Background: an optimization exercise with open tools, aiming at small area, a short achievable clock period and few clock cycles per item. Do not read the settings as production practice. Function was checked by simulation only, so behaviour that the tests miss may differ from the original.

**design/flow/flow/run.sh**
```bash
#!/bin/bash
set -euo pipefail
args=""
while IFS= read -r line; do
  [[ -z "$line" || "$line" == \#* ]] && continue
  args="$args '$line'"
done < flow/extra.txt
grep -q 'SETUP_SLACK_MARGIN=' standard.sh || true
sed "s/SETUP_SLACK_MARGIN=[-0-9.]* //; s|\"\${@:-finish}\"|$args \"\${@:-finish}\"|" standard.sh > standard_extra.sh
bash standard_extra.sh > flow.log 2>&1
```
**design/flow/flow/extra.txt**
```
SETUP_SLACK_MARGIN=5.6
BUFFER_PORTS_ARGS=-buffer_cell sky130_fd_sc_hd__buf_2
```
**design/flow/standard.sh**
```bash
#!/bin/bash
# synth_recipe.tcl (not shown) runs the flow's synth.tcl, then flattens the netlist and writes it again
# the make line also repeats each setting of config.mk as NAME=value (left out here)
make -C /OpenROAD-flow-scripts/flow DESIGN_CONFIG=/design/flow/config.mk WORK_HOME=/design/flow/orfs CLKGATE_MAP_FILE= SYNTH_SCRIPT=/design/flow/synth_recipe.tcl "${@:-finish}"
```
**design/flow/config.mk**
```make
export PLATFORM = sky130hd
export DESIGN_NAME = aes256_enc
export DESIGN_NICKNAME = aes256_enc
export VERILOG_FILES = /design/flow/design.v
export SDC_FILE = /design/flow/constraint.sdc
export NUM_CORES = 4
export LEC_CHECK = 0
export CAP_MARGIN = 20
export CELL_PAD_IN_SITES_DETAIL_PLACEMENT = 1
export CELL_PAD_IN_SITES_GLOBAL_PLACEMENT = 1
export CORE_MARGIN = 2
export CORE_UTILIZATION = 55
export PLACE_DENSITY = 0.65
export SETUP_SLACK_MARGIN = 5
export SLEW_MARGIN = 20
export SYNTH_HIERARCHICAL = 1
export SYNTH_MINIMUM_KEEP_SIZE = 0
```
**design/flow/constraint.sdc**
```tcl
create_clock -name core_clock -period 9.0 [get_ports {clk}]
set_input_delay 1.8000 -clock core_clock [delete_from_list [all_inputs] [get_ports {clk}]]
set_output_delay 1.8000 -clock core_clock [all_outputs]
set_load 0.01 [all_outputs]
```
**design/flow/design.v**
```verilog
module aes_sbox_p1d (input wire [7:0] u, output wire [11:0] h);
  wire U0 = u[7], U1 = u[6], U2 = u[5], U3 = u[4], U4 = u[3], U5 = u[2], U6 = u[1], U7 = u[0];
  wire T1, T2, T3, T4, T5, T6, T7, T8, T9, T10, T11, T12, T13, T14, T15, T16, T17, T18, T19, T20, T21, T22, T23, T24, T25, T26, T27, M1, M2, M3, M4, M5, M6, M7, M8, M9, M10, M11, M12, M13, M14, M15, M16, M17, M18, M19, M20, M21, M22, M23, M24, M25, M26, M27, M28, M29, M30, M31, M32, M33, M34, M35, M36, M37, M38, M39, M40;
  g_xor2 g0 (.a(U0), .b(U3), .y(T1));
  g_xor2 g1 (.a(U0), .b(U5), .y(T2));
  g_xor2 g2 (.a(U0), .b(U6), .y(T3));
  g_xor2 g3 (.a(U3), .b(U5), .y(T4));
  g_xor2 g4 (.a(U4), .b(U6), .y(T5));
  g_xor2 g5 (.a(T1), .b(T5), .y(T6));
  g_xor2 g6 (.a(U1), .b(U2), .y(T7));
  g_xor2 g7 (.a(U7), .b(T6), .y(T8));
  g_xor2 g8 (.a(U7), .b(T7), .y(T9));
  g_xor2 g9 (.a(T6), .b(T7), .y(T10));
  g_xor2 g10 (.a(U1), .b(U5), .y(T11));
  g_xor2 g11 (.a(U2), .b(U5), .y(T12));
  g_xor2 g12 (.a(T3), .b(T4), .y(T13));
  g_xor2 g13 (.a(T6), .b(T11), .y(T14));
  g_xor2 g14 (.a(T5), .b(T11), .y(T15));
  g_xor2 g15 (.a(T5), .b(T12), .y(T16));
  g_xor2 g16 (.a(T9), .b(T16), .y(T17));
  g_xor2 g17 (.a(U3), .b(U7), .y(T18));
  g_xor2 g18 (.a(T7), .b(T18), .y(T19));
  g_xor2 g19 (.a(T1), .b(T19), .y(T20));
  g_xor2 g20 (.a(U6), .b(U7), .y(T21));
  g_xor2 g21 (.a(T7), .b(T21), .y(T22));
  g_xor2 g22 (.a(T2), .b(T22), .y(T23));
  g_xor2 g23 (.a(T2), .b(T10), .y(T24));
  g_xor2 g24 (.a(T20), .b(T17), .y(T25));
  g_xor2 g25 (.a(T3), .b(T16), .y(T26));
  g_xor2 g26 (.a(T1), .b(T12), .y(T27));
  g_nand2 g27 (.a(T13), .b(T6), .y(M1));
  g_nand2 g28 (.a(T23), .b(T8), .y(M2));
  g_xnor2 g29 (.a(T14), .b(M1), .y(M3));
  g_nand2 g30 (.a(T19), .b(U7), .y(M4));
  g_xor2 g31 (.a(M4), .b(M1), .y(M5));
  g_nand2 g32 (.a(T3), .b(T16), .y(M6));
  g_nand2 g33 (.a(T22), .b(T9), .y(M7));
  g_xnor2 g34 (.a(T26), .b(M6), .y(M8));
  g_nand2 g35 (.a(T20), .b(T17), .y(M9));
  g_xor2 g36 (.a(M9), .b(M6), .y(M10));
  g_nand2 g37 (.a(T1), .b(T15), .y(M11));
  g_nand2 g38 (.a(T4), .b(T27), .y(M12));
  g_xor2 g39 (.a(M12), .b(M11), .y(M13));
  g_nand2 g40 (.a(T2), .b(T10), .y(M14));
  g_xor2 g41 (.a(M14), .b(M11), .y(M15));
  g_xnor2 g42 (.a(M3), .b(M2), .y(M16));
  g_xor2 g43 (.a(M5), .b(T24), .y(M17));
  g_xnor2 g44 (.a(M8), .b(M7), .y(M18));
  g_xor2 g45 (.a(M10), .b(M15), .y(M19));
  g_xor2 g46 (.a(M16), .b(M13), .y(M20));
  g_xor2 g47 (.a(M17), .b(M15), .y(M21));
  g_xor2 g48 (.a(M18), .b(M13), .y(M22));
  g_xor2 g49 (.a(M19), .b(T25), .y(M23));
  g_xnor2 g50 (.a(M22), .b(M23), .y(M24));
  g_nand2 g51 (.a(M22), .b(M20), .y(M25));
  g_xor2 g52 (.a(M21), .b(M25), .y(M26));
  g_xnor2 g53 (.a(M20), .b(M21), .y(M27));
  g_xor2 g54 (.a(M23), .b(M25), .y(M28));
  g_nor2 g55 (.a(M28), .b(M27), .y(M29));
  g_nor2 g56 (.a(M26), .b(M24), .y(M30));
  g_nand2 g57 (.a(M20), .b(M23), .y(M31));
  g_nor2 g58 (.a(M27), .b(M31), .y(M32));
  g_xor2 g59 (.a(M27), .b(M25), .y(M33));
  g_nand2 g60 (.a(M21), .b(M22), .y(M34));
  g_nor2 g61 (.a(M24), .b(M34), .y(M35));
  g_xor2 g62 (.a(M24), .b(M25), .y(M36));
  g_xor2 g63 (.a(M21), .b(M29), .y(M37));
  g_xor2 g64 (.a(M32), .b(M33), .y(M38));
  g_xor2 g65 (.a(M23), .b(M30), .y(M39));
  g_xor2 g66 (.a(M35), .b(M36), .y(M40));
  assign h = {M37, M38, M39, M40, T3, T6, T8, T9, T16, T19, T20, T23};
endmodule
module aes_sbox_p2d (input wire [11:0] h, output wire [7:0] y);
  wire M37, M38, M39, M40, T3, T6, T8, T9, T16, T19, T20, T23;
  assign {M37, M38, M39, M40, T3, T6, T8, T9, T16, T19, T20, T23} = h;
  wire U7, T17, T10, T13, T22, T1, T15, T27, T4, T2;
  wire M41, M42, M43, M44, M45, M46, M47, M48, M49, M50, M51, M52, M53, M54, M55, M56, M57, M58, M59, M60, M61, M62, M63, L0, L1, L2, L3, L4, L5, L6, L7, L8, L9, L10, L11, L12, L13, L14, L15, L16, L17, L18, L19, L20, L21, L22, L23, L24, L25, L26, L27, L28, L29, S0, S1, S2, S3, S4, S5, S6, S7;
  g_xor2 r0 (.a(T6), .b(T8), .y(U7));
  g_xor2 r1 (.a(T9), .b(T16), .y(T17));
  g_xor2 r2 (.a(T9), .b(T8), .y(T10));
  g_xor2 r3 (.a(T23), .b(T19), .y(T13));
  g_xor2 r4 (.a(T20), .b(T3), .y(T22));
  g_xor2 r5 (.a(T20), .b(T19), .y(T1));
  g_xor2 r6 (.a(U7), .b(T17), .y(T15));
  g_xor2 r7 (.a(T6), .b(T16), .y(T27));
  g_xor2 r8 (.a(T3), .b(T13), .y(T4));
  g_xor2 r9 (.a(T23), .b(T22), .y(T2));
  g_xor2 g0 (.a(M38), .b(M40), .y(M41));
  g_xor2 g1 (.a(M37), .b(M39), .y(M42));
  g_xor2 g2 (.a(M37), .b(M38), .y(M43));
  g_xor2 g3 (.a(M39), .b(M40), .y(M44));
  g_xor2 g4 (.a(M42), .b(M41), .y(M45));
  g_nand2 g5 (.a(M44), .b(T6), .y(M46));
  g_nand2 g6 (.a(M40), .b(T8), .y(M47));
  g_nand2 g7 (.a(M39), .b(U7), .y(M48));
  g_nand2 g8 (.a(M43), .b(T16), .y(M49));
  g_nand2 g9 (.a(M38), .b(T9), .y(M50));
  g_nand2 g10 (.a(M37), .b(T17), .y(M51));
  g_nand2 g11 (.a(M42), .b(T15), .y(M52));
  g_nand2 g12 (.a(M45), .b(T27), .y(M53));
  g_nand2 g13 (.a(M41), .b(T10), .y(M54));
  g_nand2 g14 (.a(M44), .b(T13), .y(M55));
  g_nand2 g15 (.a(M40), .b(T23), .y(M56));
  g_nand2 g16 (.a(M39), .b(T19), .y(M57));
  g_nand2 g17 (.a(M43), .b(T3), .y(M58));
  g_nand2 g18 (.a(M38), .b(T22), .y(M59));
  g_nand2 g19 (.a(M37), .b(T20), .y(M60));
  g_nand2 g20 (.a(M42), .b(T1), .y(M61));
  g_nand2 g21 (.a(M45), .b(T4), .y(M62));
  g_nand2 g22 (.a(M41), .b(T2), .y(M63));
  g_xor2 g23 (.a(M61), .b(M62), .y(L0));
  g_xor2 g24 (.a(M50), .b(M56), .y(L1));
  g_xor2 g25 (.a(M46), .b(M48), .y(L2));
  g_xor2 g26 (.a(M47), .b(M55), .y(L3));
  g_xor2 g27 (.a(M54), .b(M58), .y(L4));
  g_xor2 g28 (.a(M49), .b(M61), .y(L5));
  g_xnor2 g29 (.a(M62), .b(L5), .y(L6));
  g_xnor2 g30 (.a(M46), .b(L3), .y(L7));
  g_xor2 g31 (.a(M51), .b(M59), .y(L8));
  g_xor2 g32 (.a(M52), .b(M53), .y(L9));
  g_xnor2 g33 (.a(M53), .b(L4), .y(L10));
  g_xnor2 g34 (.a(M60), .b(L2), .y(L11));
  g_xor2 g35 (.a(M48), .b(M51), .y(L12));
  g_xnor2 g36 (.a(M50), .b(L0), .y(L13));
  g_xor2 g37 (.a(M52), .b(M61), .y(L14));
  g_xnor2 g38 (.a(M55), .b(L1), .y(L15));
  g_xnor2 g39 (.a(M56), .b(L0), .y(L16));
  g_xnor2 g40 (.a(M57), .b(L1), .y(L17));
  g_xnor2 g41 (.a(M58), .b(L8), .y(L18));
  g_xnor2 g42 (.a(M63), .b(L4), .y(L19));
  g_xor2 g43 (.a(L0), .b(L1), .y(L20));
  g_xor2 g44 (.a(L1), .b(L7), .y(L21));
  g_xor2 g45 (.a(L3), .b(L12), .y(L22));
  g_xor2 g46 (.a(L18), .b(L2), .y(L23));
  g_xor2 g47 (.a(L15), .b(L9), .y(L24));
  g_xor2 g48 (.a(L6), .b(L10), .y(L25));
  g_xor2 g49 (.a(L7), .b(L9), .y(L26));
  g_xor2 g50 (.a(L8), .b(L10), .y(L27));
  g_xor2 g51 (.a(L11), .b(L14), .y(L28));
  g_xor2 g52 (.a(L11), .b(L17), .y(L29));
  g_xor2 g53 (.a(L6), .b(L24), .y(S0));
  g_xnor2 g54 (.a(L16), .b(L26), .y(S1));
  g_xnor2 g55 (.a(L19), .b(L28), .y(S2));
  g_xor2 g56 (.a(L6), .b(L21), .y(S3));
  g_xor2 g57 (.a(L20), .b(L22), .y(S4));
  g_xor2 g58 (.a(L25), .b(L29), .y(S5));
  g_xnor2 g59 (.a(L13), .b(L27), .y(S6));
  g_xnor2 g60 (.a(L6), .b(L23), .y(S7));
  assign y = {S0, S1, S2, S3, S4, S5, S6, S7};
endmodule
module aes_sbox_p1k (input wire [7:0] u, output wire [8:0] h);
  wire U0 = u[7], U1 = u[6], U2 = u[5], U3 = u[4], U4 = u[3], U5 = u[2], U6 = u[1], U7 = u[0];
  wire T1, T2, T3, T4, T5, T6, T7, T8, T9, T10, T11, T12, T13, T14, T15, T16, T17, T18, T19, T20, T21, T22, T23, T24, T25, T26, T27, M1, M2, M3, M4, M5, M6, M7, M8, M9, M10, M11, M12, M13, M14, M15, M16, M17, M18, M19, M20, M21, M22, M23, M24, M25, M26, M27, M28, M29, M30, M31, M32, M33, M34, M35, M36, M37, M38, M39, M40;
  g_xor2 g0 (.a(U0), .b(U3), .y(T1));
  g_xor2 g1 (.a(U0), .b(U5), .y(T2));
  g_xor2 g2 (.a(U0), .b(U6), .y(T3));
  g_xor2 g3 (.a(U3), .b(U5), .y(T4));
  g_xor2 g4 (.a(U4), .b(U6), .y(T5));
  g_xor2 g5 (.a(T1), .b(T5), .y(T6));
  g_xor2 g6 (.a(U1), .b(U2), .y(T7));
  g_xor2 g7 (.a(U7), .b(T6), .y(T8));
  g_xor2 g8 (.a(U7), .b(T7), .y(T9));
  g_xor2 g9 (.a(T6), .b(T7), .y(T10));
  g_xor2 g10 (.a(U1), .b(U5), .y(T11));
  g_xor2 g11 (.a(U2), .b(U5), .y(T12));
  g_xor2 g12 (.a(T3), .b(T4), .y(T13));
  g_xor2 g13 (.a(T6), .b(T11), .y(T14));
  g_xor2 g14 (.a(T5), .b(T11), .y(T15));
  g_xor2 g15 (.a(T5), .b(T12), .y(T16));
  g_xor2 g16 (.a(T9), .b(T16), .y(T17));
  g_xor2 g17 (.a(U3), .b(U7), .y(T18));
  g_xor2 g18 (.a(T7), .b(T18), .y(T19));
  g_xor2 g19 (.a(T1), .b(T19), .y(T20));
  g_xor2 g20 (.a(U6), .b(U7), .y(T21));
  g_xor2 g21 (.a(T7), .b(T21), .y(T22));
  g_xor2 g22 (.a(T2), .b(T22), .y(T23));
  g_xor2 g23 (.a(T2), .b(T10), .y(T24));
  g_xor2 g24 (.a(T20), .b(T17), .y(T25));
  g_xor2 g25 (.a(T3), .b(T16), .y(T26));
  g_xor2 g26 (.a(T1), .b(T12), .y(T27));
  g_nand2 g27 (.a(T13), .b(T6), .y(M1));
  g_nand2 g28 (.a(T23), .b(T8), .y(M2));
  g_xnor2 g29 (.a(T14), .b(M1), .y(M3));
  g_nand2 g30 (.a(T19), .b(U7), .y(M4));
  g_xor2 g31 (.a(M4), .b(M1), .y(M5));
  g_nand2 g32 (.a(T3), .b(T16), .y(M6));
  g_nand2 g33 (.a(T22), .b(T9), .y(M7));
  g_xnor2 g34 (.a(T26), .b(M6), .y(M8));
  g_nand2 g35 (.a(T20), .b(T17), .y(M9));
  g_xor2 g36 (.a(M9), .b(M6), .y(M10));
  g_nand2 g37 (.a(T1), .b(T15), .y(M11));
  g_nand2 g38 (.a(T4), .b(T27), .y(M12));
  g_xor2 g39 (.a(M12), .b(M11), .y(M13));
  g_nand2 g40 (.a(T2), .b(T10), .y(M14));
  g_xor2 g41 (.a(M14), .b(M11), .y(M15));
  g_xnor2 g42 (.a(M3), .b(M2), .y(M16));
  g_xor2 g43 (.a(M5), .b(T24), .y(M17));
  g_xnor2 g44 (.a(M8), .b(M7), .y(M18));
  g_xor2 g45 (.a(M10), .b(M15), .y(M19));
  g_xor2 g46 (.a(M16), .b(M13), .y(M20));
  g_xor2 g47 (.a(M17), .b(M15), .y(M21));
  g_xor2 g48 (.a(M18), .b(M13), .y(M22));
  g_xor2 g49 (.a(M19), .b(T25), .y(M23));
  g_xnor2 g50 (.a(M22), .b(M23), .y(M24));
  g_nand2 g51 (.a(M22), .b(M20), .y(M25));
  g_xor2 g52 (.a(M21), .b(M25), .y(M26));
  g_xnor2 g53 (.a(M20), .b(M21), .y(M27));
  g_xor2 g54 (.a(M23), .b(M25), .y(M28));
  g_nor2 g55 (.a(M28), .b(M27), .y(M29));
  g_nor2 g56 (.a(M26), .b(M24), .y(M30));
  g_nand2 g57 (.a(M20), .b(M23), .y(M31));
  g_nor2 g58 (.a(M27), .b(M31), .y(M32));
  g_xor2 g59 (.a(M27), .b(M25), .y(M33));
  g_nand2 g60 (.a(M21), .b(M22), .y(M34));
  g_nor2 g61 (.a(M24), .b(M34), .y(M35));
  g_xor2 g62 (.a(M24), .b(M25), .y(M36));
  g_xor2 g63 (.a(M21), .b(M29), .y(M37));
  g_xor2 g64 (.a(M32), .b(M33), .y(M38));
  g_xor2 g65 (.a(M23), .b(M30), .y(M39));
  g_xor2 g66 (.a(M35), .b(M36), .y(M40));
  assign h = {M37, M38, M39, M40, T8, T9, T13, T17, T19};
endmodule
module aes_sbox_p2k (input wire [7:0] u, input wire [8:0] h, output wire [7:0] y);
  wire U0 = u[7], U1 = u[6], U2 = u[5], U3 = u[4], U4 = u[3], U5 = u[2], U6 = u[1], U7 = u[0];
  wire M37, M38, M39, M40, T8, T9, T13, T17, T19;
  assign {M37, M38, M39, M40, T8, T9, T13, T17, T19} = h;
  wire T6, T16, T10, T23, T3, T22, T1, T15, T27, T20, T4, T2;
  wire M41, M42, M43, M44, M45, M46, M47, M48, M49, M50, M51, M52, M53, M54, M55, M56, M57, M58, M59, M60, M61, M62, M63, L0, L1, L2, L3, L4, L5, L6, L7, L8, L9, L10, L11, L12, L13, L14, L15, L16, L17, L18, L19, L20, L21, L22, L23, L24, L25, L26, L27, L28, L29, S0, S1, S2, S3, S4, S5, S6, S7;
  g_xor2 r0 (.a(T8), .b(U7), .y(T6));
  g_xor2 r1 (.a(T9), .b(T17), .y(T16));
  g_xor2 r2 (.a(T8), .b(T9), .y(T10));
  g_xor2 r3 (.a(T13), .b(T19), .y(T23));
  g_xor2 r4 (.a(U0), .b(U6), .y(T3));
  g_xor2 r5 (.a(T9), .b(U6), .y(T22));
  g_xor2 r6 (.a(U0), .b(U3), .y(T1));
  g_xor2 r7 (.a(T17), .b(U7), .y(T15));
  g_xor2 r8 (.a(T6), .b(T16), .y(T27));
  g_xor2 r9 (.a(T9), .b(U0), .y(T20));
  g_xor2 r10 (.a(T13), .b(T3), .y(T4));
  g_xor2 r11 (.a(U0), .b(U5), .y(T2));
  g_xor2 g0 (.a(M38), .b(M40), .y(M41));
  g_xor2 g1 (.a(M37), .b(M39), .y(M42));
  g_xor2 g2 (.a(M37), .b(M38), .y(M43));
  g_xor2 g3 (.a(M39), .b(M40), .y(M44));
  g_xor2 g4 (.a(M42), .b(M41), .y(M45));
  g_nand2 g5 (.a(M44), .b(T6), .y(M46));
  g_nand2 g6 (.a(M40), .b(T8), .y(M47));
  g_nand2 g7 (.a(M39), .b(U7), .y(M48));
  g_nand2 g8 (.a(M43), .b(T16), .y(M49));
  g_nand2 g9 (.a(M38), .b(T9), .y(M50));
  g_nand2 g10 (.a(M37), .b(T17), .y(M51));
  g_nand2 g11 (.a(M42), .b(T15), .y(M52));
  g_nand2 g12 (.a(M45), .b(T27), .y(M53));
  g_nand2 g13 (.a(M41), .b(T10), .y(M54));
  g_nand2 g14 (.a(M44), .b(T13), .y(M55));
  g_nand2 g15 (.a(M40), .b(T23), .y(M56));
  g_nand2 g16 (.a(M39), .b(T19), .y(M57));
  g_nand2 g17 (.a(M43), .b(T3), .y(M58));
  g_nand2 g18 (.a(M38), .b(T22), .y(M59));
  g_nand2 g19 (.a(M37), .b(T20), .y(M60));
  g_nand2 g20 (.a(M42), .b(T1), .y(M61));
  g_nand2 g21 (.a(M45), .b(T4), .y(M62));
  g_nand2 g22 (.a(M41), .b(T2), .y(M63));
  g_xor2 g23 (.a(M61), .b(M62), .y(L0));
  g_xor2 g24 (.a(M50), .b(M56), .y(L1));
  g_xor2 g25 (.a(M46), .b(M48), .y(L2));
  g_xor2 g26 (.a(M47), .b(M55), .y(L3));
  g_xor2 g27 (.a(M54), .b(M58), .y(L4));
  g_xor2 g28 (.a(M49), .b(M61), .y(L5));
  g_xnor2 g29 (.a(M62), .b(L5), .y(L6));
  g_xnor2 g30 (.a(M46), .b(L3), .y(L7));
  g_xor2 g31 (.a(M51), .b(M59), .y(L8));
  g_xor2 g32 (.a(M52), .b(M53), .y(L9));
  g_xnor2 g33 (.a(M53), .b(L4), .y(L10));
  g_xnor2 g34 (.a(M60), .b(L2), .y(L11));
  g_xor2 g35 (.a(M48), .b(M51), .y(L12));
  g_xnor2 g36 (.a(M50), .b(L0), .y(L13));
  g_xor2 g37 (.a(M52), .b(M61), .y(L14));
  g_xnor2 g38 (.a(M55), .b(L1), .y(L15));
  g_xnor2 g39 (.a(M56), .b(L0), .y(L16));
  g_xnor2 g40 (.a(M57), .b(L1), .y(L17));
  g_xnor2 g41 (.a(M58), .b(L8), .y(L18));
  g_xnor2 g42 (.a(M63), .b(L4), .y(L19));
  g_xor2 g43 (.a(L0), .b(L1), .y(L20));
  g_xor2 g44 (.a(L1), .b(L7), .y(L21));
  g_xor2 g45 (.a(L3), .b(L12), .y(L22));
  g_xor2 g46 (.a(L18), .b(L2), .y(L23));
  g_xor2 g47 (.a(L15), .b(L9), .y(L24));
  g_xor2 g48 (.a(L6), .b(L10), .y(L25));
  g_xor2 g49 (.a(L7), .b(L9), .y(L26));
  g_xor2 g50 (.a(L8), .b(L10), .y(L27));
  g_xor2 g51 (.a(L11), .b(L14), .y(L28));
  g_xor2 g52 (.a(L11), .b(L17), .y(L29));
  g_xor2 g53 (.a(L6), .b(L24), .y(S0));
  g_xnor2 g54 (.a(L16), .b(L26), .y(S1));
  g_xnor2 g55 (.a(L19), .b(L28), .y(S2));
  g_xor2 g56 (.a(L6), .b(L21), .y(S3));
  g_xor2 g57 (.a(L20), .b(L22), .y(S4));
  g_xor2 g58 (.a(L25), .b(L29), .y(S5));
  g_xnor2 g59 (.a(L13), .b(L27), .y(S6));
  g_xnor2 g60 (.a(L6), .b(L23), .y(S7));
  assign y = {S0, S1, S2, S3, S4, S5, S6, S7};
endmodule
module g_xor2 (input wire a, input wire b, output wire y);
  assign y = a ^ b;
endmodule
module g_xnor2 (input wire a, input wire b, output wire y);
  assign y = ~(a ^ b);
endmodule
module g_nand2 (input wire a, input wire b, output wire y);
  assign y = ~(a & b);
endmodule
module g_nor2 (input wire a, input wire b, output wire y);
  assign y = ~(a | b);
endmodule
module g_mux2 (input wire a, input wire b, input wire s, input wire sn, output wire y);
  assign y = (a & sn) | (b & s);
endmodule
module aes_mixcol (
    input  wire [31:0] a,
    input  wire [31:0] rk,
    output wire [31:0] y
);
  wire [7:0] kb [0:3];
  wire [7:0] ak [0:3];    
  wire [7:0] ab [0:3];
  wire [7:0] t  [0:3];    
  wire [7:0] u  [0:3];    
  genvar k, b;
  generate
    for (k = 0; k < 4; k = k + 1) begin : g_col
      assign ab[k] = a[31-8*k -: 8];
      assign kb[k] = rk[31-8*k -: 8];
    end
    for (k = 0; k < 4; k = k + 1) begin : g_byte
      wire [2:0] xr;
      for (b = 0; b < 8; b = b + 1) begin : g_bit
        g_xor2 x_t (.a(ab[k][b]), .b(ab[(k+1)%4][b]), .y(t[k][b]));
      end
      for (b = 0; b < 8; b = b + 1) begin : g_bit2
        g_xor2 x_k (.a(ab[(k+1)%4][b]), .b(kb[k][b]), .y(ak[k][b]));
        g_xor2 x_u (.a(ak[k][b]), .b(t[(k+2)%4][b]), .y(u[k][b]));
      end
      g_xor2 x_r1 (.a(t[k][0]), .b(t[k][7]), .y(xr[0]));
      g_xor2 x_r3 (.a(t[k][2]), .b(t[k][7]), .y(xr[1]));
      g_xor2 x_r4 (.a(t[k][3]), .b(t[k][7]), .y(xr[2]));
      g_xor2 x_y0 (.a(u[k][0]), .b(t[k][7]), .y(y[31-8*k-7]));
      g_xor2 x_y1 (.a(u[k][1]), .b(xr[0]),   .y(y[31-8*k-6]));
      g_xor2 x_y2 (.a(u[k][2]), .b(t[k][1]), .y(y[31-8*k-5]));
      g_xor2 x_y3 (.a(u[k][3]), .b(xr[1]),   .y(y[31-8*k-4]));
      g_xor2 x_y4 (.a(u[k][4]), .b(xr[2]),   .y(y[31-8*k-3]));
      g_xor2 x_y5 (.a(u[k][5]), .b(t[k][4]), .y(y[31-8*k-2]));
      g_xor2 x_y6 (.a(u[k][6]), .b(t[k][5]), .y(y[31-8*k-1]));
      g_xor2 x_y7 (.a(u[k][7]), .b(t[k][6]), .y(y[31-8*k-0]));
    end
  endgenerate
endmodule
module vec_xor #(parameter W = 8) (
    input  wire [W-1:0] a,
    input  wire [W-1:0] b,
    output wire [W-1:0] y
);
  genvar i;
  generate
    for (i = 0; i < W; i = i + 1) begin : g
      g_xor2 x (.a(a[i]), .b(b[i]), .y(y[i]));
    end
  endgenerate
endmodule
module vec_mux #(parameter W = 8) (
    input  wire [W-1:0] a,
    input  wire [W-1:0] b,
    input  wire         s,
    input  wire         sn,
    output wire [W-1:0] y
);
  genvar i;
  generate
    for (i = 0; i < W; i = i + 1) begin : g
      g_mux2 m (.a(a[i]), .b(b[i]), .s(s), .sn(sn), .y(y[i]));
    end
  endgenerate
endmodule
module aes_key_step (
    input  wire [255:0] window,
    input  wire [31:0]  sub,
    input  wire [3:0]   round,
    output wire [255:0] next_window
);
  wire        rot = round[0];
  wire [7:0]  rcon;
  wire [31:0] temp;
  wire [31:0] w0, w1, w2, w3;
  wire [31:0] x0r, x01r, x23;
  genvar k;
  generate
    for (k = 0; k < 7; k = k + 1) begin : g_rcon
      assign rcon[k] = rot & (round[3:1] == k);
    end
  endgenerate
  assign rcon[7] = 1'b0;
  vec_mux #(32) u_rot (.a(sub), .b({sub[23:0], sub[31:24]}), .s(rot), .sn(~rot),
                      .y(temp));
  vec_xor #(8)  u_x0r  (.a(window[255:248]), .b(rcon), .y(x0r[31:24]));
  assign x0r[23:0] = window[247:224];
  vec_xor #(32) u_x01r (.a(x0r), .b(window[223:192]), .y(x01r));
  vec_xor #(32) u_x23  (.a(window[191:160]), .b(window[159:128]), .y(x23));
  vec_xor #(32) u_w0 (.a(x0r),  .b(temp), .y(w0));
  vec_xor #(32) u_w1 (.a(x01r), .b(temp), .y(w1));
  vec_xor #(32) u_w2 (.a(window[191:160]), .b(w1), .y(w2));
  vec_xor #(32) u_w3 (.a(x23),  .b(w1), .y(w3));
  assign next_window = {window[127:0], w0, w1, w2, w3};
endmodule
module aes256_enc (
    input  wire         clk,
    input  wire         rst,
    input  wire         in_valid,
    output wire         in_ready,
    input  wire [255:0] in_key,
    input  wire [127:0] in_block,
    output wire         out_valid,
    output wire [127:0] out_block
);
  localparam HW = 12;         
  localparam KW = 9;          
  reg [127:0]    a_state;
  reg [255:0]    a_key;
  reg            a_valid;
  reg  [3:0]     a_round;
  reg            a_last;
  reg [16*HW-1:0] b_h;
  reg [4*KW-1:0]  b_kh;
  reg [255:0]    b_key;
  reg            b_valid;
  reg  [3:0]     b_round;
  reg [127:0]    out_q;
  reg            out_valid_q;
  reg            in_ready_q;    
  reg            load_q;        
  reg            load_nq;       
  wire [16*HW-1:0] h;
  wire [4*KW-1:0]  kh;
  genvar i;
  generate
    for (i = 0; i < 16; i = i + 1) begin : g_s1
      aes_sbox_p1d u_p1 (.u(a_state[127-8*i -: 8]), .h(h[16*HW-1-HW*i -: HW]));
    end
    for (i = 0; i < 4; i = i + 1) begin : g_k1
      aes_sbox_p1k u_p1 (.u(a_key[31-8*i -: 8]), .h(kh[4*KW-1-KW*i -: KW]));
    end
  endgenerate
  wire [7:0]   sb [0:15];
  wire [127:0] shifted;
  wire [127:0] mixed;
  wire [127:0] result;
  wire [31:0]  ksub;
  wire [255:0] key_next;
  generate
    for (i = 0; i < 16; i = i + 1) begin : g_s2
      aes_sbox_p2d u_p2 (.h(b_h[16*HW-1-HW*i -: HW]), .y(sb[i]));
      assign shifted[127-8*i -: 8] = sb[(i + 4 * (i % 4)) % 16];
    end
    for (i = 0; i < 4; i = i + 1) begin : g_k2
      aes_sbox_p2k u_p2 (.u(b_key[31-8*i -: 8]), .h(b_kh[4*KW-1-KW*i -: KW]),
                         .y(ksub[31-8*i -: 8]));
      aes_mixcol u_mc (.a(shifted[127-32*i -: 32]), .rk(b_key[127-32*i -: 32]),
                       .y(mixed[127-32*i -: 32]));
    end
  endgenerate
  vec_xor #(128) u_final (.a(shifted), .b(b_key[127:0]), .y(result));
  aes_key_step u_key_step (
      .window     (b_key),
      .sub        (ksub),
      .round      (b_round),
      .next_window(key_next)
  );
  wire [127:0] first;
  vec_xor #(128) u_first (.a(in_block), .b(in_key[255:128]), .y(first));
  wire [127:0] a_state_d;
  wire [255:0] a_key_d;
  vec_mux #(128) u_mux_s (.a(mixed),    .b(first),  .s(load_q), .sn(load_nq),
                          .y(a_state_d));
  vec_mux #(256) u_mux_k (.a(key_next), .b(in_key), .s(load_q), .sn(load_nq),
                          .y(a_key_d));
  assign in_ready  = in_ready_q;
  assign out_valid = out_valid_q;
  assign out_block = out_q;
  always @(posedge clk) begin
    b_h     <= h;
    b_kh    <= kh;
    b_key   <= a_key;
    b_round <= a_round;
    a_state <= a_state_d;
    a_key   <= a_key_d;
    a_round <= load_q ? 4'd1 : b_round + 4'd1;
    a_last  <= !load_q && (b_round == 4'd13);
    out_q   <= result;
    if (rst) begin
      a_valid     <= 1'b0;
      b_valid     <= 1'b0;
      out_valid_q <= 1'b0;
      in_ready_q  <= 1'b1;
      load_q      <= 1'b1;
      load_nq     <= 1'b0;
    end else begin
      a_valid     <= load_q ? in_valid : b_valid;
      b_valid     <= a_valid;
      out_valid_q <= b_valid && (b_round == 4'd14);
      in_ready_q  <= !a_valid || (a_round == 4'd14);
      load_q      <= !a_valid || a_last;
      load_nq     <= a_valid && !a_last;
    end
  end
endmodule
```
==> flow_metrics.py, run 1 <==
metrics = {
    "status": {
        "status": "timing/DRC/antenna clean",
    },
    "worst_setup_path": {
        "cp_max_fo": 4,
        "slowest_stage": "dfxtp_1",
        "required_ps": 9650,
        "arrival_ps": 4180,
        "r2r_slack_ps": 5470,
        "worstSetupEndpointType": "flop",
        "cpPeakStageDelay_ps": 430,
        "startpoint_type": "flop",
        "worstSetupPathType": "reg2reg",
        "path_cells": "xor2_1, xor2_1, nand2_1, xor2_1, xor2_1, xor2_2, xor2_1, xor2_1, xor2_1, a22o_1",
        "cpMostUsedCell": "xor2_1",
    },
    "grt": {
        "grtUsageMet3_pct": 4.17,
        "grt.overflow.total": 0,
        "grtUsageMet1_pct": 43.8,
        "grt-busiest-layer": "met2",
        "use_met2_pct": 59.0,
        "antenna_found_initial": 7,
        "grt_pass1_vias": 41032,
        "grt_first_pass_wirelength_um": 274000,
        "grt_use_total_pct": 34.5,
        "grt_max_degree": 191,
    },
    "die": {
        "num_rows": 118,
        "die_h_um": 328,
        "core-area_um2": 104000,
        "ios": 517,
        "start_util_pct": 55.6,
        "die_area_um2": 108000,
        "die_x_um": 328,
    },
    "worst_hold_path": {
        "min_path_type": "reg2reg",
    },
    "clocking": {
        "cts_made_buffers": 108,
        "clk_pin_slew_ps": 70,
        "cts_root_buf": "clkbuf_16",
        "worstSkewPairLatency_ps": 720,
        "cts_tree": "built",
        "numClockSinks": 1011,
        "cts_hold_repair.buffers": 0,
        "clock_path_buffers": 3,
        "htree_levels": 3,
    },
    "detailed_routing": {
        "drc": 0,
        "detail_route.wl_per_cell_um": 27.1,
        "drt-pass1-iter-count": 5,
        "via_per_inst": 5.38,
        "postRouteAntennaNets": 0,
        "totalWireLength_um": 202000,
        "drt_iter0_markers": 2730,
        "num_vias": 40194,
    },
    "sta": {
        "finalHoldViolations": 0,
        "max_freq_mhz": 283,
        "min_period_ps": 3530,
        "skew_ps": 38.9,
        "rsz0062_at_grt": "true",
        "setup-tns-final_ps": 0,
        "setup_viol": 0,
        "period_share_pct": 39.3,
        "final-max-slew-violation-count": 0,
        "maxSlewHeadroom_pct": 11.3,
        "worst-slew-pin-transition_ps": 1330,
    },
    "synth": {
        "synth-warning-count": 8,
        "synth_ff_type": "dfxtp_1",
        "syn_nets": 6149,
        "syn_area_um2": 57800,
        "synth-edff-count": 0,
        "ys_seq_elements": 1011,
        "yosysUniqueCellTypes": 20,
        "avgSynthCellArea_um2": 10.0,
        "seq_area_frac_synth_pct": 35.0,
        "synth_cells": 5759,
        "async_flop_share_pct": 0,
    },
    "layout": {
        "area_delta_synth_final_pct": 13.3,
        "fillers": 11139,
        "drive_gt1_share_pct": 18.2,
        "multi_input_area_um2": 36100,
        "fin_nets": 6384,
        "final_common_cell": "xor2_1",
        "final-seq-area_um2": 20300,
        "layout_common_cells": "2521 x xor2_1, 995 x dfxtp_1, 601 x nand2_1",
        "layout.cells.non_filler": 7465,
    },
    "placed_design": {
        "dp.cells": 7157,
        "port_buffers": 516,
        "dpl.hpwl_um": 151000,
        "gp_congestion": 0.971,
    },
    "job": {
        "drv_cap": 0,
    },
}
## flip-flops by register name (all words and copies together), names as in the netlist
register and flops:
a_round 4, b_key 256, load_q 1, a_valid 1, load_nq 1, in_ready_q 1, b_kh 36, b_round 4
a_last 1, out_q 128, a_state 128, a_key 256, b_valid 1, out_valid_q 1, b_h 192
## per-layer routing
metal	vias to the layer above	routed length, µm
met4	2	11700
li1	18134	-
met1	20086	82100
met5	-	12
met3	436	11700
met2	1536	96800
## kinds of logic (layout without fill, tap and decap cells)
| group | after synthesis | count (layout) | synth area share, % |
|---|---|---|---|
| other | 1 | 3 | 0.00649 |
| XOR/XNOR | 3105 | 3105 | 47.1 |
| adder cells (fa/ha/maj) | 3 | 3 | 0.0650 |
| AND/OR/NAND/NOR | 702 | 702 | 4.72 |
| flip-flops | 1011 | 1011 | 35.0 |
| buffers and inverters | 519 | 843 | 6.73 |
| multiplexers | 2 | 2 | 0.0433 |
| AO/OA/AOI/OAI | 416 | 416 | 6.31 |
## per-stage QoR
stage | hold slack, ps | cell area (µm²) | util, % | setup slack, ps
5_1_grt | 325 | 65500 | 63.1 | 5390
4_1_cts | 320 | 63000 | 60.7 | 5440
3_3_place_gp | 309 | 58400 | 56.2 | 4840
6_report | 320 | 65500 | 63.1 | 5470
2_1_floorplan | 310 | 57800 | - | 6130
3_5_place_dp | 313 | 58400 | 56.3 | 4880
## worst paths after layout
kind / start / to / depth (start not counted)
setup / recovery: b_h[21] / a_state[84] / 10
hold / removal: a_key[219] / b_key[219] / 0
setup reg to reg: b_h[21] / a_state[84] / 10
hold reg to reg: a_key[219] / b_key[219] / 0
## layout make-up
class / count / area share [%]
repair buffers: 641 / 5.55
clock buffers: 136 / 4.54
inverters: 3 / 0.0172
diodes: 2 / 0.00764
flip-flops and latches: 1011 / 31.0
multi-input cells: 4229 / 55.1
well taps: 1380 / 2.64
clock inverters: 63 / 1.22
## what timing repair did
item | 4_1_cts | 5_1_grt
endpoints found under the setup margin | 176 | 214
gates resized for setup | 112 | 200
pin swaps | 3 | 51
buffers inserted | 2 | 105
endpoints found under the hold margin | 0 | 0
## per-module statistics from Yosys, one instance, submodules excluded, a selection
| module | area (µm²) | cells inside | flip-flops and latches |
|---|---|---|---|
| aes_sbox_p1d | 90.1 | 12 | 0 |
| aes_sbox_p2k | 60.1 | 8 | 0 |
| aes_sbox_p2d | 60.1 | 8 | 0 |
| g_xor2 | 8.76 | 1 | 0 |
| g_mux2 | 8.76 | 1 | 0 |
| g_nand2 | 3.75 | 1 | 0 |
| g_nor2 | 3.75 | 1 | 0 |
## synthesized netlist by cell type, types with 2 or more instances
cell | count | area share [%]
xnor2_1 | 401 | 6.1
nor2b_1 | 3 | 0.032
buf_4 | 516 | 6.7
dfxtp_1 | 1011 | 35
nand2_1 | 601 | 3.9
inv_1 | 3 | 0.019
nor2_1 | 85 | 0.55
ha_1 | 3 | 0.065
xor2_1 | 2704 | 41
a22o_1 | 416 | 6.3
and4bb_2 | 3 | 0.065
nand2b_1 | 2 | 0.022
and4b_2 | 4 | 0.078
## worst max-delay path: cells and delay by family, from the launching register on
kind / cells / cell delay, ps
XOR/XNOR: 8 / 2650
AND/OR/NAND/NOR: 1 / 200
flip-flops: 1 / 430
AO/OA/AOI/OAI: 1 / 200
Testbench counts, summed over its fixed seeds: cycles 14,360, blocks 1,024.
==> inputs of run 2 (changes only) <==
==> design/flow/flow/extra.txt (replaced) <==
SETUP_SLACK_MARGIN=5.6
BUFFER_PORTS_ARGS=-buffer_cell sky130_fd_sc_hd__buf_1
--- a/design/flow/config.mk
+++ b/design/flow/config.mk
@@ -9,8 +9,9 @@
 export CELL_PAD_IN_SITES_DETAIL_PLACEMENT = 1
 export CELL_PAD_IN_SITES_GLOBAL_PLACEMENT = 1
 export CORE_MARGIN = 2
-export CORE_UTILIZATION = 55
-export PLACE_DENSITY = 0.65
+export CORE_UTILIZATION = 45
+export CTS_BUF_LIST = sky130_fd_sc_hd__clkbuf_8
+export PLACE_DENSITY = 0.55
 export SETUP_SLACK_MARGIN = 5
 export SLEW_MARGIN = 20
 export SYNTH_HIERARCHICAL = 1
==> run 2 against run 1 <==
Against the previous run: core utilization fell by 11 points; clock skew shrank 0.77 ps; non-clock buffer count is 23 higher; still clean; largest cell class unchanged.
==> flow_metrics.py, run 2 <==
metrics = {
    "clocking": {
        "cts_made_buffers": 176,
        "clk_pin_slew_ps": 60,
        "clock_path_buffers": 3,
        "cts_root_buf": "clkbuf_8",
        "cts_tree": "built",
        "numClockSinks": 1011,
        "worstSkewPairLatency_ps": 890,
        "htree_levels": 4,
    },
    "worst_hold_path": {
        "whs_path_depth": 0,
        "min_to": "b_key[200]",
        "min_path_type": "reg2reg",
        "min_from": "a_key[200]",
    },
    "worst_setup_path": {
        "cpPeakStageDelay_ps": 430,
        "arrival_ps": 4100,
        "path_cells": "xor2_1, xor2_1, nand2_1, xor2_2, xnor2_1, xnor2_2, buf_4, xor2_1, xor2_1, xor2_2, a22o_1",
        "cp_max_fo": 4,
        "r2r_slack_ps": 5680,
        "required_ps": 9780,
        "crit_family": "XOR/XNOR gates",
        "r2r_start": "b_h[164]",
        "worstSetupEndpointType": "flop",
        "r2r_cells": 11,
        "worst-path-buf-inv": 1,
        "timing.rr.end": "a_state[33]",
        "worstSetupPathType": "reg2reg",
        "slowest_stage": "dfxtp_1",
        "cpMostUsedCell": "xor2_1",
        "startpoint_type": "flop",
    },
    "layout": {
        "fillers": 14085,
        "final_common_cell": "xor2_1",
        "top_regs": "a_key (256), b_key (256), b_h (192)",
        "area_delta_synth_final_pct": 14.1,
        "fin_nets": 6475,
        "layout_common_cells": "2498 x xor2_1, 991 x dfxtp_1, 601 x nand2_1",
        "drive_gt1_share_pct": 11.8,
        "post-route-util_pct": 51.7,
        "final-seq-area_um2": 20300,
        "multi_input_area_um2": 36400,
        "layout.cells.non_filler": 7885,
    },
    "placed_design": {
        "gp_congestion": 0.884,
        "dpl.hpwl_um": 157000,
        "port_buffers": 516,
        "dp.cells": 7441,
    },
    "die": {
        "core-area_um2": 128000,
        "ios": 517,
        "die_h_um": 362,
        "start_util_pct": 45.3,
        "die_area_um2": 131000,
        "num_rows": 131,
        "die_x_um": 362,
    },
    "sta": {
        "period_share_pct": 36.9,
        "skew_ps": 38.1,
        "setup-tns-final_ps": 0,
        "maxSlewHeadroom_pct": 24.2,
        "min_period_ps": 3320,
        "setup_viol": 0,
        "max_freq_mhz": 302,
        "worst-slew-pin-transition_ps": 1140,
        "finalHoldViolations": 0,
        "hold_slack_ps": 312,
        "rsz0062_at_grt": "true",
        "final-max-slew-violation-count": 0,
    },
    "synth": {
        "synth_ff_type": "dfxtp_1",
        "yosysUniqueCellTypes": 20,
        "seq_area_frac_synth_pct": 35.0,
        "yosys.area.top_type_share_pct": 41.0,
        "async_flop_share_pct": 0,
        "synth.most_common_cell": "xor2_1",
        "ys_seq_elements": 1011,
        "ys_top_cells_by_count": "2704 x xor2_1, 1011 x dfxtp_1, 601 x nand2_1, 516 x buf_4, 416 x a22o_1",
        "synth-warning-count": 8,
        "yosysTopAreaCell": "xor2_1",
        "synth_cells": 5759,
        "avgSynthCellArea_um2": 10.0,
        "synth-edff-count": 0,
        "syn_nets": 6149,
        "synth_area_leaders": "xor2_1 41%, dfxtp_1 35%, buf_4 6.7%",
        "syn_area_um2": 57800,
    },
    "detailed_routing": {
        "drc": 0,
        "postRouteAntennaNets": 0,
        "drt-pass1-iter-count": 5,
        "num_vias": 38622,
        "detail_route.wl_per_cell_um": 24.9,
        "via_per_inst": 4.90,
        "drt_iter0_markers": 2221,
        "totalWireLength_um": 196000,
    },
    "grt": {
        "grt_use_total_pct": 29.0,
        "grt_pass1_vias": 40456,
        "grt.overflow.total": 0,
        "antenna_found_initial": 8,
        "grt_first_pass_wirelength_um": 277000,
        "grt_max_degree": 165,
    },
    "status": {
        "status": "timing/DRC/antenna clean",
    },
    "job": {
        "drv_cap": 0,
    },
}
==> run 2: cell types whose count changed in the layout (fill, tap and decap cells not counted), moves of 13 or more <==
cell       change
buf_1        +516
clkbuf_1      -13
clkbuf_16    -109
xor2_2        +17
buf_12        +14
clkbuf_8     +207
buf_2        -516
xor2_1        -23
inv_1         +38
==> run 2: cell type report <==
class                   instances  share of cell area, %
clock buffers                 221                   4.62
clock inverters                89                   1.13
well taps                    1662                   3.16
flip-flops and latches       1011                   30.8
diodes                          6                 0.0228
multi-input cells            4229                   55.2
repair buffers                664                   5.06
inverters                       3                 0.0171
==> run 2: routing by layer <==
| metal | up-vias | GRT usage (%) | share of wire [%] |
|---|---|---|---|
| met5 | - | 0 | 0.018 |
| met4 | 6 | 8.96 | 2.9 |
| met3 | 229 | 4.37 | 4.1 |
| met2 | 1010 | 49.7 | 49 |
| met1 | 19069 | 37.5 | 44 |
| li1 | 18308 | - | - |
==> run 2: per-module statistics from Yosys (local to each module, per instance), a selection <==
module        flip-flops and latches  cell area (µm²)  copies in the design
aes_key_step                       0             1050                     1
aes_sbox_p1d                       0             90.1                    16
aes_sbox_p1k                       0             67.6                     4
aes_sbox_p2d                       0             60.1                    16
aes_sbox_p2k                       0             60.1                     4
g_mux2                             0             8.76                   416
g_nand2                            0             3.75                   600
g_nor2                             0             3.75                    80
g_xnor2                            0             8.76                   400
g_xor2                             0             8.76                  2704
==> run 2: cells by family after synthesis <==
kind of cell	count (synthesis)	synth area share (%)
AOI/OAI and AO/OA	416	6.31
muxes	2	0.0433
adders and majority gates	3	0.0650
and+or+nand+nor	702	4.72
DFF	1011	35.0
buffers and inverters	519	6.73
xor gates and xnor gates	3105	47.1
other	1	0.00649
==> run 2: timing repair <==
action | 4_1_cts | 5_1_grt
hold buffers | 0 | 0
pin swaps | 10 | 48
endpoints found under the setup margin | 190 | 212
gates resized for setup | 155 | 198
endpoints found under the hold margin | 0 | 0
setup buffers | 12 | 116
==> run 2: how the worst max path moves through the flow <==
stage	depth (start not counted)	slack, ps	start	to
6_report	11	5680	b_h[164]	a_state[33]
4_1_cts	10	5480	b_key[0]	a_key[2]
3_3_place_gp	10	4770	b_key[31]	a_key[26]
3_5_place_dp	10	4820	b_key[31]	a_key[2]
5_1_grt	11	5510	b_h[95]	a_state[47]
2_1_floorplan	11	6130	a_state[71]	b_h[104]
==> run 2: per-stage QoR <==
| step | instance area, µm² | setup slack, ps |
|---|---|---|
| finish | 65900 | 5680 |
| global route | 65900 | 5510 |
| CTS | 63300 | 5480 |
| detailed placement | 58200 | 4820 |
| global placement | 58100 | 4770 |
| floorplan | 57800 | 6130 |
==> inputs of run 3 (changes only) <==
--- a/design/flow/design.v
+++ b/design/flow/design.v
@@ -381,28 +381,25 @@
     end
   endgenerate
 endmodule
-module aes_key_step (
+module aes_key_step #(parameter ODD = 1) (
     input  wire [255:0] window,
     input  wire [31:0]  sub,
-    input  wire [3:0]   round,
+    input  wire [7:0]   rcon,
     output wire [255:0] next_window
 );
-  wire        rot = round[0];
-  wire [7:0]  rcon;
   wire [31:0] temp;
   wire [31:0] w0, w1, w2, w3;
   wire [31:0] x0r, x01r, x23;
-  genvar k;
   generate
-    for (k = 0; k < 7; k = k + 1) begin : g_rcon
-      assign rcon[k] = rot & (round[3:1] == k);
+    if (ODD) begin : g_odd
+      assign temp = {sub[23:0], sub[31:24]};
+      vec_xor #(8) u_x0r (.a(window[255:248]), .b(rcon), .y(x0r[31:24]));
+      assign x0r[23:0] = window[247:224];
+    end else begin : g_even
+      assign temp = sub;
+      assign x0r  = window[255:224];
     end
   endgenerate
-  assign rcon[7] = 1'b0;
-  vec_mux #(32) u_rot (.a(sub), .b({sub[23:0], sub[31:24]}), .s(rot), .sn(~rot),
-                      .y(temp));
-  vec_xor #(8)  u_x0r  (.a(window[255:248]), .b(rcon), .y(x0r[31:24]));
-  assign x0r[23:0] = window[247:224];
   vec_xor #(32) u_x01r (.a(x0r), .b(window[223:192]), .y(x01r));
   vec_xor #(32) u_x23  (.a(window[191:160]), .b(window[159:128]), .y(x23));
   vec_xor #(32) u_w0 (.a(x0r),  .b(temp), .y(w0));
@@ -423,92 +420,121 @@
 );
   localparam HW = 12;         
   localparam KW = 9;          
-  reg [127:0]    a_state;
-  reg [255:0]    a_key;
-  reg            a_valid;
-  reg  [3:0]     a_round;
-  reg            a_last;
-  reg [16*HW-1:0] b_h;
-  reg [4*KW-1:0]  b_kh;
-  reg [255:0]    b_key;
-  reg            b_valid;
-  reg  [3:0]     b_round;
-  reg [127:0]    out_q;
-  reg            out_valid_q;
-  reg            in_ready_q;    
-  reg            load_q;        
-  reg            load_nq;       
-  wire [16*HW-1:0] h;
-  wire [4*KW-1:0]  kh;
+  reg [127:0]     a_state, c_state;
+  reg [255:0]     a_key,   c_key;
+  reg             a_valid, c_valid;
+  reg  [2:0]      a_pass,  c_pass;
+  reg             a_last,  c_last;
+  reg [16*HW-1:0] b_h,     d_h;
+  reg [4*KW-1:0]  b_kh,    d_kh;
+  reg [255:0]     b_key,   d_key;
+  reg             b_valid, d_valid;
+  reg  [2:0]      b_pass,  d_pass;
+  reg             b_last,  d_last;
+  reg [127:0]     out_q;
+  reg             out_valid_q;
+  reg             in_ready_q;    
+  reg             load_q;        
+  reg             load_nq;       
+  wire [16*HW-1:0] ah, ch;
+  wire [4*KW-1:0]  akh, ckh;
   genvar i;
   generate
     for (i = 0; i < 16; i = i + 1) begin : g_s1
-      aes_sbox_p1d u_p1 (.u(a_state[127-8*i -: 8]), .h(h[16*HW-1-HW*i -: HW]));
+      aes_sbox_p1d u_a (.u(a_state[127-8*i -: 8]), .h(ah[16*HW-1-HW*i -: HW]));
+      aes_sbox_p1d u_c (.u(c_state[127-8*i -: 8]), .h(ch[16*HW-1-HW*i -: HW]));
     end
     for (i = 0; i < 4; i = i + 1) begin : g_k1
-      aes_sbox_p1k u_p1 (.u(a_key[31-8*i -: 8]), .h(kh[4*KW-1-KW*i -: KW]));
+      aes_sbox_p1k u_a (.u(a_key[31-8*i -: 8]), .h(akh[4*KW-1-KW*i -: KW]));
+      aes_sbox_p1k u_c (.u(c_key[31-8*i -: 8]), .h(ckh[4*KW-1-KW*i -: KW]));
     end
   endgenerate
-  wire [7:0]   sb [0:15];
-  wire [127:0] shifted;
-  wire [127:0] mixed;
+  wire [7:0]   bsb [0:15];
+  wire [7:0]   dsb [0:15];
+  wire [127:0] b_shifted, d_shifted;
+  wire [127:0] b_mixed,   d_mixed;
   wire [127:0] result;
-  wire [31:0]  ksub;
-  wire [255:0] key_next;
+  wire [31:0]  b_ksub, d_ksub;
+  wire [255:0] b_key_next, d_key_next;
   generate
     for (i = 0; i < 16; i = i + 1) begin : g_s2
-      aes_sbox_p2d u_p2 (.h(b_h[16*HW-1-HW*i -: HW]), .y(sb[i]));
-      assign shifted[127-8*i -: 8] = sb[(i + 4 * (i % 4)) % 16];
+      aes_sbox_p2d u_b (.h(b_h[16*HW-1-HW*i -: HW]), .y(bsb[i]));
+      aes_sbox_p2d u_d (.h(d_h[16*HW-1-HW*i -: HW]), .y(dsb[i]));
+      assign b_shifted[127-8*i -: 8] = bsb[(i + 4 * (i % 4)) % 16];
+      assign d_shifted[127-8*i -: 8] = dsb[(i + 4 * (i % 4)) % 16];
     end
     for (i = 0; i < 4; i = i + 1) begin : g_k2
-      aes_sbox_p2k u_p2 (.u(b_key[31-8*i -: 8]), .h(b_kh[4*KW-1-KW*i -: KW]),
-                         .y(ksub[31-8*i -: 8]));
-      aes_mixcol u_mc (.a(shifted[127-32*i -: 32]), .rk(b_key[127-32*i -: 32]),
-                       .y(mixed[127-32*i -: 32]));
+      aes_sbox_p2k u_b (.u(b_key[31-8*i -: 8]), .h(b_kh[4*KW-1-KW*i -: KW]),
+                        .y(b_ksub[31-8*i -: 8]));
+      aes_sbox_p2k u_d (.u(d_key[31-8*i -: 8]), .h(d_kh[4*KW-1-KW*i -: KW]),
+                        .y(d_ksub[31-8*i -: 8]));
+      aes_mixcol u_mb (.a(b_shifted[127-32*i -: 32]), .rk(b_key[127-32*i -: 32]),
+                       .y(b_mixed[127-32*i -: 32]));
+      aes_mixcol u_md (.a(d_shifted[127-32*i -: 32]), .rk(d_key[127-32*i -: 32]),
+                       .y(d_mixed[127-32*i -: 32]));
     end
   endgenerate
-  vec_xor #(128) u_final (.a(shifted), .b(b_key[127:0]), .y(result));
-  aes_key_step u_key_step (
-      .window     (b_key),
-      .sub        (ksub),
-      .round      (b_round),
-      .next_window(key_next)
-  );
+  wire [7:0] rcon;
+  generate
+    for (i = 0; i < 7; i = i + 1) begin : g_rcon
+      assign rcon[i] = (b_pass == i);
+    end
+  endgenerate
+  assign rcon[7] = 1'b0;
+  aes_key_step #(.ODD(1)) u_key_b (
+      .window(b_key), .sub(b_ksub), .rcon(rcon), .next_window(b_key_next));
+  aes_key_step #(.ODD(0)) u_key_d (
+      .window(d_key), .sub(d_ksub), .rcon(8'h00), .next_window(d_key_next));
+  vec_xor #(128) u_final (.a(d_shifted), .b(d_key[127:0]), .y(result));
   wire [127:0] first;
   vec_xor #(128) u_first (.a(in_block), .b(in_key[255:128]), .y(first));
   wire [127:0] a_state_d;
   wire [255:0] a_key_d;
-  vec_mux #(128) u_mux_s (.a(mixed),    .b(first),  .s(load_q), .sn(load_nq),
+  vec_mux #(128) u_mux_s (.a(d_mixed),    .b(first),  .s(load_q), .sn(load_nq),
                           .y(a_state_d));
-  vec_mux #(256) u_mux_k (.a(key_next), .b(in_key), .s(load_q), .sn(load_nq),
+  vec_mux #(256) u_mux_k (.a(d_key_next), .b(in_key), .s(load_q), .sn(load_nq),
                           .y(a_key_d));
   assign in_ready  = in_ready_q;
   assign out_valid = out_valid_q;
   assign out_block = out_q;
   always @(posedge clk) begin
-    b_h     <= h;
-    b_kh    <= kh;
+    b_h     <= ah;
+    b_kh    <= akh;
     b_key   <= a_key;
-    b_round <= a_round;
+    b_pass  <= a_pass;
+    b_last  <= a_last;
+    c_state <= b_mixed;
+    c_key   <= b_key_next;
+    c_pass  <= b_pass;
+    c_last  <= b_last;
+    d_h     <= ch;
+    d_kh    <= ckh;
+    d_key   <= c_key;
+    d_pass  <= c_pass;
+    d_last  <= c_last;
     a_state <= a_state_d;
     a_key   <= a_key_d;
-    a_round <= load_q ? 4'd1 : b_round + 4'd1;
-    a_last  <= !load_q && (b_round == 4'd13);
+    a_pass  <= load_q ? 3'd0 : d_pass + 3'd1;
+    a_last  <= !load_q && (d_pass == 3'd5);
     out_q   <= result;
     if (rst) begin
       a_valid     <= 1'b0;
       b_valid     <= 1'b0;
+      c_valid     <= 1'b0;
+      d_valid     <= 1'b0;
       out_valid_q <= 1'b0;
       in_ready_q  <= 1'b1;
       load_q      <= 1'b1;
       load_nq     <= 1'b0;
     end else begin
-      a_valid     <= load_q ? in_valid : b_valid;
+      a_valid     <= load_q ? in_valid : d_valid;
       b_valid     <= a_valid;
-      out_valid_q <= b_valid && (b_round == 4'd14);
-      in_ready_q  <= !a_valid || (a_round == 4'd14);
-      load_q      <= !a_valid || a_last;
-      load_nq     <= a_valid && !a_last;
+      c_valid     <= b_valid;
+      d_valid     <= c_valid;
+      out_valid_q <= d_valid && d_last;
+      in_ready_q  <= !c_valid || (c_pass == 3'd6);
+      load_q      <= !c_valid || c_last;
+      load_nq     <= c_valid && !c_last;
     end
   end
 endmodule
==> design/flow/flow/extra.txt (replaced) <==
SETUP_SLACK_MARGIN=5.45
BUFFER_PORTS_ARGS=-buffer_cell sky130_fd_sc_hd__buf_1
==> run 3 against run 2 <==
Against the previous run: setup slack worse by 300 ps; sequential cell count up 877; core utilization down 2.7 points; sequential share of layout area up 2.1 points; die area up 83%; worst hold slack worse by 54 ps; cell area up 75%; clock skew up 53 ps; first-iteration DRC count up 40%.
==> flow_metrics.py, run 3 <==
metrics = {
    "status": {
        "status": "timing/DRC/antenna clean",
    },
    "synth": {
        "async_flop_share_pct": 0,
        "syn_nets": 11026,
        "synth.most_common_cell": "xor2_1",
        "avgSynthCellArea_um2": 9.99,
        "synth-edff-count": 0,
        "ys_seq_elements": 1888,
        "yosys.area.top_type_share_pct": 42.4,
        "synth-warning-count": 8,
        "yosysTopAreaCell": "xor2_1",
        "seq_area_frac_synth_pct": 35.6,
        "ys_top_cells_by_count": "5144 x xor2_1, 1888 x dfxtp_1, 1204 x nand2_1, 1032 x buf_4, 801 x xnor2_1",
        "synth_area_leaders": "xor2_1 42%, dfxtp_1 36%, buf_4 7.3%",
        "yosysUniqueCellTypes": 19,
        "syn_area_um2": 106000,
        "synth_ff_type": "dfxtp_1",
        "synth_cells": 10637,
    },
    "grt": {
        "grt_max_degree": 122,
        "grt_use_total_pct": 28.4,
        "grt.overflow.total": 0,
        "grt_pass1_vias": 70982,
        "antenna_found_initial": 47,
        "grt_first_pass_wirelength_um": 494000,
    },
    "layout": {
        "drive_gt1_share_pct": 8.61,
        "fin_nets": 10957,
        "area_delta_synth_final_pct": 8.33,
        "layout.cells.non_filler": 13971,
        "layout_common_cells": "4943 x xor2_1, 1856 x dfxtp_1, 1204 x nand2_1",
        "final_common_cell": "xor2_1",
    },
    "clocking": {
        "clock_path_buffers": 4,
        "htree_levels": 5,
        "cts_tree": "built",
        "cts_hold_repair.buffers": 0,
        "clk_pin_slew_ps": 70,
        "cts_made_buffers": 344,
        "numClockSinks": 1888,
        "cts_root_buf": "clkbuf_8",
        "worstSkewPairLatency_ps": 1090,
    },
    "worst_setup_path": {
        "worstSetupEndpointType": "flop",
        "startpoint_type": "flop",
        "worstSetupPathType": "reg2reg",
        "arrival_ps": 4430,
        "required_ps": 9810,
        "cp_max_fo": 5,
    },
    "placed_design": {
        "dpl.hpwl_um": 293000,
        "port_buffers": 516,
        "pre_cts_ws_ps": 4970,
        "dp.cells": 13347,
        "gp_congestion": 0.954,
    },
    "detailed_routing": {
        "num_vias": 66416,
        "totalWireLength_um": 351000,
        "via_per_inst": 4.75,
        "drc": 0,
        "drt_iter0_markers": 3113,
        "postRouteAntennaNets": 0,
        "drt-pass1-iter-count": 5,
        "detail_route.wl_per_cell_um": 25.1,
    },
    "sta": {
        "max_freq_mhz": 277,
        "hold_slack_ps": 258,
        "period_share_pct": 40.1,
        "rsz0062_at_grt": "true",
        "fin_ws_ps": 5390,
        "setup-tns-final_ps": 0,
        "worst-slew-pin-transition_ps": 1140,
        "skew_ps": 91.1,
        "finalHoldViolations": 0,
        "min_period_ps": 3610,
        "final-max-slew-violation-count": 0,
        "maxSlewHeadroom_pct": 23.6,
        "setup_viol": 0,
    },
    "die": {
        "die_area_um2": 240000,
        "ios": 517,
        "core-area_um2": 235000,
        "num_rows": 178,
        "die_h_um": 490,
        "die_x_um": 490,
        "start_util_pct": 45.2,
    },
    "job": {
        "drv_cap": 0,
    },
    "worst_hold_path": {
        "min_path_type": "reg2reg",
    },
}
-- run 3: cell count changes in the layout (fill, tap and decap cells not counted), sizes merged, moves of 18 or more --
cell	before	now
bufinv	10	28
xnor2	401	801
xor2	2704	5144
clkbuf	221	429
nor2	85	167
inv	47	73
buf	664	616
a22o	416	384
dfxtp	1011	1888
nand2	601	1204
-- run 3: path summary, 6_finish.rpt --
kind | start | end | depth (start not counted) | slack [ps]
max | b_h[8] | c_state[108] | 9 | 5390
max reg2reg | b_h[8] | c_state[108] | 9 | 5390
min reg2reg | a_key[197] | b_key[197] | 0 | 260
min | a_key[197] | b_key[197] | 0 | 260
-- run 3: final cells by class --
class | instances | area, µm²
repair buffers | 617 | 2780
flip-flops and latches | 1888 | 37800
clock inverters | 159 | 1460
diodes | 12 | 30.0
fillers | 25988 | 120000
inverters | 1 | 3.75
clock buffers | 428 | 5890
multi-input cells | 7716 | 63200
well taps | 3150 | 3940
-- run 3: metrics by stage --
step | area, µm² | utilization (%)
3_3_place_gp | 105000 | 44.7
6_report | 115000 | 49.0
5_1_grt | 115000 | 49.0
2_1_floorplan | 106000 | -
3_5_place_dp | 105000 | 44.7
4_1_cts | 113000 | 48.2
-- run 3: routing by layer --
layer	part of all wire (%)	track usage [%]	up-vias
met3	4.1	4.26	516
met2	46	46.1	1370
met4	4.4	11.5	30
met5	0.062	0	-
met1	45	37.5	32784
li1	-	-	31716
-- run 3: timing repair --
item / in CTS / in global routing
endpoints found under the setup margin: 181 / 246
pin swaps: 1 / 15
setup buffers: 0 / 24
gates resized for setup: 141 / 202
-- run 3: cells by family after synthesis --
group,synth area share (%)
compound gates,3.17
xor+xnor,49.0
fa+ha+maj,0.0235
buf+inv,7.29
flops,35.6
mux,0.00942
other cells,0.00353
simple gates,4.92
-- run 3: worst max-delay path: stages, from the launching register on --
cell,delay (ps)
dfxtp_1,420
xor2_1,320
xor2_1,210
nand2_1,130
xor2_1,310
xor2_1,210
xor2_1,610
xor2_2,390
xor2_1,210
xor2_1,580
-- run 3: Yosys stat by module (local to each module, per instance), a selection --
module,cells,cell area (µm²),times used,flip-flops and latches
aes256_enc,1917,38000,1,1888
aes_sbox_p1d,12,90.1,32,0
aes_sbox_p1k,9,67.6,8,0
aes_sbox_p2d,8,60.1,32,0
aes_sbox_p2k,8,60.1,8,0
g_mux2,1,8.76,384,0
g_nand2,1,3.75,1200,0
g_nor2,1,3.75,160,0
g_xnor2,1,8.76,800,0
g_xor2,1,8.76,5144,0
Testbench counts of run 3, summed over its fixed seeds: cycles 7,208, blocks 1,024.

port drivers added, routing unchanged:
Ports are ideal in the flow. The routed layouts listed here were re-timed in OpenROAD. Step 1 sets driving cells, clkbuf_16 on the clock port and buf_2 on the other inputs (assumed; they add their load-dependent delay and slew). Step 2 also shifts input and output timing later by t, the mid clock arrival at the registers, as if the neighbouring blocks saw the same clock. a / b / c = no drivers / after step 1 / after step 2; a / b = the first two.
run | t (ns) | setup slack, ns | worst setup path at the end
run 1 | 0.782 | 5.465 / 5.465 / 5.465 | register to register
run 2 | 0.953 | 5.683 / 5.654 / 5.683 | register to register
run 3 | 1.131 | 5.387 / 5.387 / 5.387 | register to register
After both steps setup and hold are still met in every run listed.
